From an optimization exercise on the open Yosys and OpenROAD flow, aimed at small area, a short achievable clock period and few clock cycles per item; shortcuts taken in it are not production practice.

== build 38 ==
Design prl_tag_engine, start of the top module:
module prl_tag_engine (
    input  wire         clk,
    input  wire         rst,           
    input  wire         cmd_valid,
    output wire         cmd_ready,
    input  wire [1:0]   cmd_op,        
    input  wire [1:0]   cmd_ksel,      
    input  wire [255:0] cmd_key,       
    input  wire [47:0]  cmd_frame,     
    input  wire [4:0]   cmd_pair,
    input  wire [7:0]   cmd_place,
    input  wire [7:0]   cmd_where,
    input  wire [3:0]   cmd_elem,
    input  wire [11:0]  cmd_obj,
    input  wire [2:0]   cmd_kind,
    input  wire [7:0]   cmd_state,
    output wire         tag_valid,
    input  wire         tag_ready,
    output wire [63:0]  tag,
    output wire         key_a_present,
    output wire         key_b_present
);
    localparam [1:0] OP_TAG   = 2'd0;
    localparam [1:0] OP_LOAD  = 2'd1;
    localparam [1:0] OP_CLEAR = 2'd2;
    localparam integer RUN = 8, LP = 7, PL = 6, SB = 5, OK = 4;
    reg [255:0] key_a, key_b;
    reg [127:0] l_a, l_b;
    reg         key_a_ok, key_b_ok;
    reg         crdy;          
    reg [1:0]   op_q;          
    reg [1:0]   ksel_q;
    reg [8:0]   c_st, c_mid;
    reg [127:0] st;            
    reg [255:0] kst;           
    reg [239:0] mid;           
    reg [127:0] k_rk;          
    reg [127:0] k_p;           
    reg [59:0]  k_mid;         
    reg         ld;            
    reg [62:0]  e0, e1, e2;    
    reg         v0, v1, v2;
    wire fire    = crdy && cmd_valid;
    wire do_tag  = fire && op_q == OP_TAG;
    wire do_load = fire && op_q == OP_LOAD && !ksel_q[1];
    wire do_clr  = fire && op_q == OP_CLEAR;
    wire m_last  = c_mid[RUN] && c_mid[3:0] == 4'd14;
    wire push    = m_last && !c_mid[PL];
    wire l_wr    = m_last &&  c_mid[PL];
    wire pop     = v0 && tag_ready;
    wire [239:0] mid_n;
    aes_round_a u_round_a (.state_in(st), .mid(mid_n));
    reg [7:0] rcon;
    always @(*) begin
        case (c_st[3:0])
  ...
Size in the first run: ~9300 cells after synthesis, roughly 1900 flip-flops, ~430 I/O pins.
export LEC_CHECK = 0
export CAP_MARGIN = 20
export CORE_MARGIN = 2
export CORE_UTILIZATION = 50
export PLACE_DENSITY = 0.65
export SETUP_SLACK_MARGIN = 5
export SLEW_MARGIN = 20
create_clock -name core_clock -period 8.0 [get_ports {clk}]
run.sh (not shown) runs the stock make flow with config.mk's settings and CLKGATE_MAP_FILE= SYNTH_SCRIPT=/design/flow/synth_recipe.tcl, a recipe that flattens the netlist after the stock synthesis.
[flow] build 38 | stages: complete | final checks: fail | reason: max-slew violations
Inputs modified between build 38 and trial 88:
# build 38
export LEC_CHECK = 0
export CAP_MARGIN = 20
export CORE_MARGIN = 2
export CORE_UTILIZATION = 50
export PLACE_DENSITY = 0.65
export SETUP_SLACK_MARGIN = 5
export SLEW_MARGIN = 20
create_clock -name core_clock -period 8.0 [get_ports {clk}]
# trial 88
export LEC_CHECK = 0
export CAP_MARGIN = 20
export CORE_MARGIN = 2
export CORE_UTILIZATION = 25
export PLACE_DENSITY = 0.45
export SETUP_SLACK_MARGIN = 5
export SLEW_MARGIN = 20
create_clock -name core_clock -period 8.0 [get_ports {clk}]
--- outcome ---
Going from build 38 to trial 88, routed wirelength normalized by instance count -6.1%, layout cell share with drive strength beyond 1 +0.42 points. In trial 88, hold slack is lower than in build 38. Number of cell instances on the worst register-to-register path: trial 88 > build 38. Looking across trial 88 and build 38, the single run that reached the end with no open violations was trial 88. The flow completed for build 38, but it is not clean: the layout still shows max-slew violations. On transition at the pin with the smallest max-transition slack, the lower figure sits with trial 88, not build 38. Trial 88 vs build 38: cell count up by more than 10%.
No functional check of the RTL was part of any run of this note.

* * *

## run A
prl_tag_engine, a different RTL version from the one above (not shown whole).
Size: roughly 1,900 flip-flops, ~98,000 sq um of cells after synthesis.
make LEC_CHECK=0 ABC_CLOCK_PERIOD_IN_PS=2500 CAP_MARGIN=20 CORE_MARGIN=2 CORE_UTILIZATION=25 PLACE_DENSITY=0.45 SETUP_SLACK_MARGIN=5 SLEW_MARGIN=20 finish   # period 8.0 ns
Run A completed; timing, DRC and antenna clean
Changes in run B relative to run A:
- ABC_CLOCK_PERIOD_IN_PS removed (was 2500)
- SETUP_SLACK_MARGIN changed from 5 to 4
### Flow results
Between run A and run B, the flow reports number of CTS-inserted buffers increasing slightly. Top fanout value on the critical path: run B vs run A up 5. The pin count of the biggest net entering global routing in run B was lower than what run A gave. Run B vs run A — number of cells on the critical path dropped 5. Reported for run A and run B, count of distinct cell types in the synthesized netlist turned out identical to the last digit.
Modified inputs, run C compared to run B
- SETUP_SLACK_MARGIN: 4 -> 5
==> results.txt <==
- Run B | status: complete | timing, DRC, antenna: pass
- Run C did not stop at any stage, and its layout met the timing, design-rule and antenna checks.
- For run B, the capture point of the worst path was l_b[10], unlike run C, where it was l_a[31].
- Diff run B -> run C: smallest setup slack after layout shows an increase of 0.53 ns, final cell count without fillers now sits higher.
- Delta (run C minus run B): final cell area excluding filler cells now sits higher, number of clock sinks did not really move, via count saw an increase.
No functional check of the RTL was part of any run of this note.

* * *

## wip/harbor
Another version of the RTL of prl_tag_engine (not shown whole).
Size in the first run: ~9,000 cells after synthesis, roughly 1,900 flip-flops, roughly 430 I/O pins, about 0.098 mm^2 of cells after synthesis.
Settings: LEC_CHECK=0, CAP_MARGIN=20, CORE_MARGIN=2, CORE_UTILIZATION=25, CTS_CLUSTER_DIAMETER=70, CTS_CLUSTER_SIZE=24, PLACE_DENSITY=0.45, SETUP_SLACK_MARGIN=4.7, SLEW_MARGIN=20; clock period 8.0 ns.
The flow did not stop early for wip/harbor: all stages ran, and the layout cleared the timing, design-rule and antenna checks.
Here is what was changed in the inputs of wip/maple compared with wip/harbor.
- changing CTS_CLUSTER_SIZE from 24 to 20
- changing CTS_CLUSTER_DIAMETER from 70 to 100
- Higher ratio of final minimum period to clock period was reported by wip/harbor, not wip/maple.
- Sequential share of the synthesized area essentially unchanged between wip/maple and wip/harbor.
- wip/maple: data required time of the critical path is 0.05 ns higher than what wip/harbor reported.
- Compared with wip/harbor, wip/maple shows a higher worst setup slack.
- Min register-to-register setup slack across wip/harbor and wip/maple: wip/harbor
- Per the comparison of wip/maple with wip/harbor, total of clock buffers placed in the layout went up by about 15%; cell area after layout dropped 1.2%.
What wip/quartz does differently from wip/maple at the input level:
- CTS_CLUSTER_DIAMETER removed (was 100)
- CTS_CLUSTER_SIZE removed (was 20)
## What came out
Setup WNS wip/maple -> wip/quartz: better
Of wip/quartz and wip/maple, the higher wire length on met3 belongs to wip/quartz.
The wire length the detailed router placed on met1 of wip/maple and that of wip/quartz are within noise of each other.
From wip/quartz to wip/maple, count of final max-slew check failures did not move at all.
wip/quartz packs its core more tightly than wip/maple.
wip/quartz against wip/maple: summed area of non-filler cells in the final layout increased 3.4%.
wip/maple → wip/quartz: fmax did not really move; total number of vias went up; data arrival time of the worst path did not really move.
No run of this note included a check of the RTL's function; only the layout flow was run.

* * *

prl_tag_engine, a different RTL version from the one above (not shown whole).
For scale: ~23,000 cells after synthesis, about 430 I/O pins, about 160,000 µm² of cells after synthesis.
clock: 8.0 ns
lec_check: 0
abc_area: 1
cap_margin: 20
core_margin: 2
core_utilization: 25
cts_cluster_diameter: 100
cts_cluster_size: 20
place_density: 0.45
setup_slack_margin: 4.7
slew_margin: 20
The starting point finished with timing, DRC and antenna clean.
==> next run, changes <==
- ABC_AREA: 1 -> default
- SETUP_SLACK_MARGIN: 4.7 -> 4.2
=>
- The changed run ran to the end with no violations
- worst setup slack degrades by 0.21 ns
- final cell count fell by about 30%
- routed wire length fell by about 27%
- non-clock buffer count grows by 81
==> next run, changes <==
- SETUP_SLACK_MARGIN: 4.2 -> 5
Outcome: Setup slack improved by 0.43 ns; core utilization rose by 4.1 points; area after synthesis is unchanged; global-route usage rose by 0.58 points.
==> next run, changes <==
- SETUP_SLACK_MARGIN: 5 -> 4.7
First-iteration DRC count shrinks by 2.7%.
Final area shrinks by 8.3%.
Global-route usage shrinks by 0.46 points.
Area after synthesis is unchanged.
No run of this note included a check of the RTL's function; only the layout flow was run.

* * *

Starting RTL as in the previous note.
make LEC_CHECK=0 CAP_MARGIN=20 CORE_MARGIN=2 CORE_UTILIZATION=25 CTS_CLUSTER_DIAMETER=100 CTS_CLUSTER_SIZE=20 PLACE_DENSITY=0.45 SETUP_SLACK_MARGIN=4.5 SLEW_MARGIN=20 finish   # period 8.0 ns
Rerun with:
==> flow/flow/run.sh (new file) <==
#!/bin/bash
set -euo pipefail
bash standard.sh "BUFFER_PORTS_ARGS=-buffer_cell sky130_fd_sc_hd__buf_1" finish > flow_make.log 2>&1
==> flow/standard.sh (new file) <==
#!/bin/bash
# synth_recipe.tcl (not shown) runs the flow's synth.tcl, then flattens the netlist and writes it again
# the make line also repeats each setting of config.mk as NAME=value (left out here)
make -C /OpenROAD-flow-scripts/flow DESIGN_CONFIG=/design/flow/config.mk WORK_HOME=/design/flow/orfs CLKGATE_MAP_FILE= SYNTH_SCRIPT=/design/flow/synth_recipe.tcl "${@:-finish}"
- SETUP_SLACK_MARGIN: 4.5 -> 4.7
removed: flow/run.sh
=>
- via count goes up by 1.1%
- clock-buffer cell count goes down by 1
- area after synthesis is unchanged
- wire length goes up by 1.1%
- setup slack improves by 0.18 ns
- synthesized cell count stays the same
- cell area goes up by 1.2%
- register-to-register slack improves by 0.26 ns
- die area is unchanged
No run of this note included a check of the RTL's function; only the layout flow was run.

* * *

Setup of main:
prl_tag_engine, a different RTL version from the one above (not shown whole).
Size: ~23000 cells after synthesis, ~430 I/O pins.
clock: 8.0 ns
lec_check: 0
cap_margin: 20
core_margin: 2
core_utilization: 40
cts_cluster_diameter: 100
cts_cluster_size: 20
place_density: 0.6
setup_slack_margin: 4.8
slew_margin: 20
synth_hierarchical: 1
standard.sh (not shown) runs the stock make flow with config.mk's settings and CLKGATE_MAP_FILE= SYNTH_SCRIPT=/design/flow/synth_recipe.tcl, a recipe that flattens the netlist after the stock synthesis.
==> flow/flow/run.sh <==
#!/bin/bash
set -euo pipefail
bash standard.sh "BUFFER_PORTS_ARGS=-buffer_cell sky130_fd_sc_hd__buf_1" finish > flow_make.log 2>&1
main finished all stages; the layout is clean.
## Diff of input files: the feature branch against main
-- flow/config.mk --
<<< main, line 12
export CTS_CLUSTER_SIZE = 20
export PLACE_DENSITY = 0.6
export SETUP_SLACK_MARGIN = 4.8
export SLEW_MARGIN = 20
export SYNTH_HIERARCHICAL = 1
>>> the feature branch, line 12
export CTS_CLUSTER_SIZE = 20
export PLACE_DENSITY = 0.6
export SETUP_SLACK_MARGIN = 4.9
export SLEW_MARGIN = 20
export SYNTH_HIERARCHICAL = 1
--- outcome ---
main vs the feature branch, startpoint of the worst setup timing path: t_q[5] vs t_q[7]. From main to the feature branch the numbers moved as follows: total wire length after detailed routing higher; via count has remained practically unchanged. When the final numbers for the feature branch and main were put side by side, the final period utilization turned out to be smaller in the feature branch. After synthesis and placement, the instance count of the feature branch is above that of main. Against main, the feature branch comes in 4.4 points higher on layout-stage area growth over the synthesis result.
Function was not checked in any run of this note: the RTL went through the layout flow alone.

* * *

## oak
Another version of the RTL of prl_tag_engine (not shown whole).
For scale: ~15,000 cells after synthesis, about 2,800 flip-flops, about 430 I/O pins, roughly 0.15 sq mm of cells after synthesis.
==> flow/design.v (excerpt) <==
module prl_tag_engine (
    input  wire         clk,
    input  wire         rst,           
    input  wire         cmd_valid,
    output wire         cmd_ready,
    input  wire [1:0]   cmd_op,        
    input  wire [1:0]   cmd_ksel,      
    input  wire [255:0] cmd_key,       
    input  wire [47:0]  cmd_frame,     
    input  wire [4:0]   cmd_pair,
    input  wire [7:0]   cmd_place,
    input  wire [7:0]   cmd_where,
    input  wire [3:0]   cmd_elem,
    input  wire [11:0]  cmd_obj,
    input  wire [2:0]   cmd_kind,
    input  wire [7:0]   cmd_state,
    output wire         tag_valid,
    input  wire         tag_ready,
    output wire [63:0]  tag,
    output wire         key_a_present,
    output wire         key_b_present
);
==> flow/config.mk <==
export PLATFORM = sky130hd
export DESIGN_NAME = prl_tag_engine
export DESIGN_NICKNAME = prl_tag_engine
export VERILOG_FILES = /design/flow/design.v
export SDC_FILE = /design/flow/constraint.sdc
export NUM_CORES = 8
export LEC_CHECK = 0
export CAP_MARGIN = 20
export CORE_MARGIN = 2
export CORE_UTILIZATION = 25
export CTS_CLUSTER_DIAMETER = 100
export CTS_CLUSTER_SIZE = 20
export PLACE_DENSITY = 0.45
export SETUP_SLACK_MARGIN = 4.8
export SLEW_MARGIN = 20
==> flow/constraint.sdc <==
create_clock -name core_clock -period 8.0 [get_ports {clk}]
set_input_delay 1.6000 -clock core_clock [delete_from_list [all_inputs] [get_ports {clk}]]
set_output_delay 1.6000 -clock core_clock [all_outputs]
set_load 0.01 [all_outputs]
Scripts as last shown in full above: flow/flow/run.sh
For pine, these inputs were changed with respect to oak:
# oak
export LEC_CHECK = 0
export CAP_MARGIN = 20
export CORE_MARGIN = 2
export CORE_UTILIZATION = 25
export CTS_CLUSTER_DIAMETER = 100
export CTS_CLUSTER_SIZE = 20
export PLACE_DENSITY = 0.45
export SETUP_SLACK_MARGIN = 4.8
export SLEW_MARGIN = 20
create_clock -name core_clock -period 8.0 [get_ports {clk}]
# pine
export LEC_CHECK = 0
export CAP_MARGIN = 20
export CORE_MARGIN = 2
export CORE_UTILIZATION = 25
export CTS_CLUSTER_DIAMETER = 100
export CTS_CLUSTER_SIZE = 20
export PLACE_DENSITY = 0.45
export SETUP_SLACK_MARGIN = 4.9
export SLEW_MARGIN = 20
create_clock -name core_clock -period 8.0 [get_ports {clk}]
Results
- pine -> oak: half-perimeter wire length of the detailed placement result delta 0, exact match
- Between oak and pine, the flow reports post-CTS setup-driven buffer insertion count increasing by more than half.
- Compared with oak, pine shows a lower sequential fraction of total cell area.
Function was not checked in any run of this note: the RTL went through the layout flow alone.

* * *

Another version of the RTL of prl_tag_engine (not shown whole).
Size: ~2800 flip-flops, ~430 I/O pins.
clock: 8.0 ns
lec_check: 0
cap_margin: 20
core_margin: 2
core_utilization: 25
cts_cluster_diameter: 100
cts_cluster_size: 20
place_density: 0.45
setup_slack_margin: 4.7
slew_margin: 20
run.sh (not shown) runs the stock make flow with config.mk's settings and CLKGATE_MAP_FILE= SYNTH_SCRIPT=/design/flow/synth_recipe.tcl, a recipe that flattens the netlist after the stock synthesis.
Stock flow here: none of the scripts above is used.
Then changed:
Settings changed: SETUP_SLACK_MARGIN 4.7 to 4.8.
Outcome: The new run ran to the end with no violations. Critical path depth stays the same. Global-route usage climbs by 0.12 points. Cell count increases by about 0.4%. Synthesized area stays the same. Wire length is higher by 0.40%.
Function was not checked in any run of this note: the RTL went through the layout flow alone.

* * *

Another version of the RTL of prl_tag_engine (not shown whole).
For scale: ~9900 cells after synthesis, roughly 1300 flip-flops, about 0.097 mm² of cells after synthesis.
Settings: LEC_CHECK=0, CAP_MARGIN=20, CORE_MARGIN=2, CORE_UTILIZATION=25, PLACE_DENSITY=0.45, SLEW_MARGIN=20; clock period 8.0 ns.
Then changed:
SETUP_SLACK_MARGIN = 3   (was unset)
After rerunning: The new run went through all stages and came out clean. Die area does not change. Core utilization increases by 7.9 points.
Function was not checked in any run of this note: the RTL went through the layout flow alone.

* * *

Another version of the RTL of prl_tag_engine (not shown whole).
Size: roughly 12000 cells after synthesis, ~0.14 sq mm of cells after synthesis.
Settings: LEC_CHECK=0, CAP_MARGIN=20, CORE_MARGIN=2, CORE_UTILIZATION=25, CTS_CLUSTER_DIAMETER=100, CTS_CLUSTER_SIZE=20, PLACE_DENSITY=0.45, SETUP_SLACK_MARGIN=4.8, SLEW_MARGIN=20, SYNTH_HIERARCHICAL=1; clock period 8.0 ns.
standard.sh (not shown) runs the stock make flow with config.mk's settings and CLKGATE_MAP_FILE= SYNTH_SCRIPT=/design/flow/synth_recipe.tcl, a recipe that flattens the netlist after the stock synthesis.
Scripts as last shown in full above: flow/flow/run.sh
The baseline went through all stages and came out clean.
Next try:
SETUP_SLACK_MARGIN = 5.0   (was 4.8)
Effect: Die area is unchanged. Wire length climbs slightly. Clock skew increases by 0.0089 ns. Synthesized cell count stays the same. Sequential cell count stays the same.
No run of this note included a check of the RTL's function; only the layout flow was run.

separate check: timing with driven ports:
In the flow no input, the clock included, has a driving cell. The finished layouts below were timed again as built, in two steps.
Step 1 sets driving cells, clkbuf_16 on the clock port and buf_2 on the other inputs (assumed; they add their load-dependent delay and slew).
Step 2 moves the port delays by t, midway between the first and last clock arrival at a register: inputs arrive t later, outputs are due t later. That takes back most of the time a late clock gives input paths.
Slacks: ideal / step 1 / step 2; pairs: ideal / step 1.
run | t (ns) | slack for setup (ns) | worst setup path at the end | worst slew at a driven data input, ns
build 38 | 0.951 | 4.815 / 4.725 / 4.142 | input to register | 0.25
trial 88 | 1.010 | 4.820 / 4.718 / 4.040 | input to register | 0.21
run A | 1.002 | 4.572 / 4.572 / 3.901 | input to register | 0.34
run B | 0.976 | 4.041 / 4.041 / 3.174 | input to register | 0.23
run C | 1.002 | 4.572 / 4.572 / 3.901 | input to register | 0.34
wip/harbor | 0.949 | 4.637 / 4.637 / 3.984 | input to register | 0.10
wip/maple | 0.916 | 4.739 / 4.690 / 3.962 | input to register | 0.11
wip/quartz | 1.000 | 4.744 / 4.665 / 3.936 | input to register | 0.10
the first run of note 4 | 1.119 | 4.427 / 4.291 / 3.705 | input to register | 0.52
the second run of note 4 | 1.063 | 4.218 / 4.157 / 3.346 | input to register | 0.16
the third run of note 4 | 1.079 | 4.648 / 4.515 / 4.077 | input to register | 0.22
the fourth run of note 4 | 1.061 | 4.629 / 4.503 / 3.892 | input to register | 0.15
the first run of note 5 | 1.058 | 4.408 / 4.408 / 3.620 | input to register | 0.16
the second run of note 5 | 1.075 | 4.585 / 4.449 / 3.962 | input to register | 0.23
main | 1.148 | 4.217 / 4.086 / 4.146 | input to register | 0.32
the feature branch | 1.136 | 4.255 / 4.130 / 4.053 | input to register | 0.30
oak | 1.062 | 4.726 / 4.706 / 4.134 | input to register | 0.25
pine | 1.065 | 4.776 / 4.703 / 4.144 | input to register | 0.25
the first run of note 8 | 1.071 | 4.604 / 4.478 / 3.927 | input to register | 0.20
the second run of note 8 | 1.101 | 4.466 / 4.357 / 3.919 | input to register | 0.21
the first run of note 9 | 0.970 | 0.396 / 0.396 / 0.396 | register to register | 0.16
the second run of note 9 | 0.990 | 2.262 / 2.262 / 2.262 | register to register | 0.14
the first run of note 10 | 1.039 | 4.746 / 4.722 / 4.724 | input to register | 0.17
the second run of note 10 | 1.043 | 4.862 / 4.750 / 4.505 | input to register | 0.13
For the second run of note 4, which loses most, drivers alone change the setup slack by -0.061 ns; drivers and shift together by -0.872 ns.
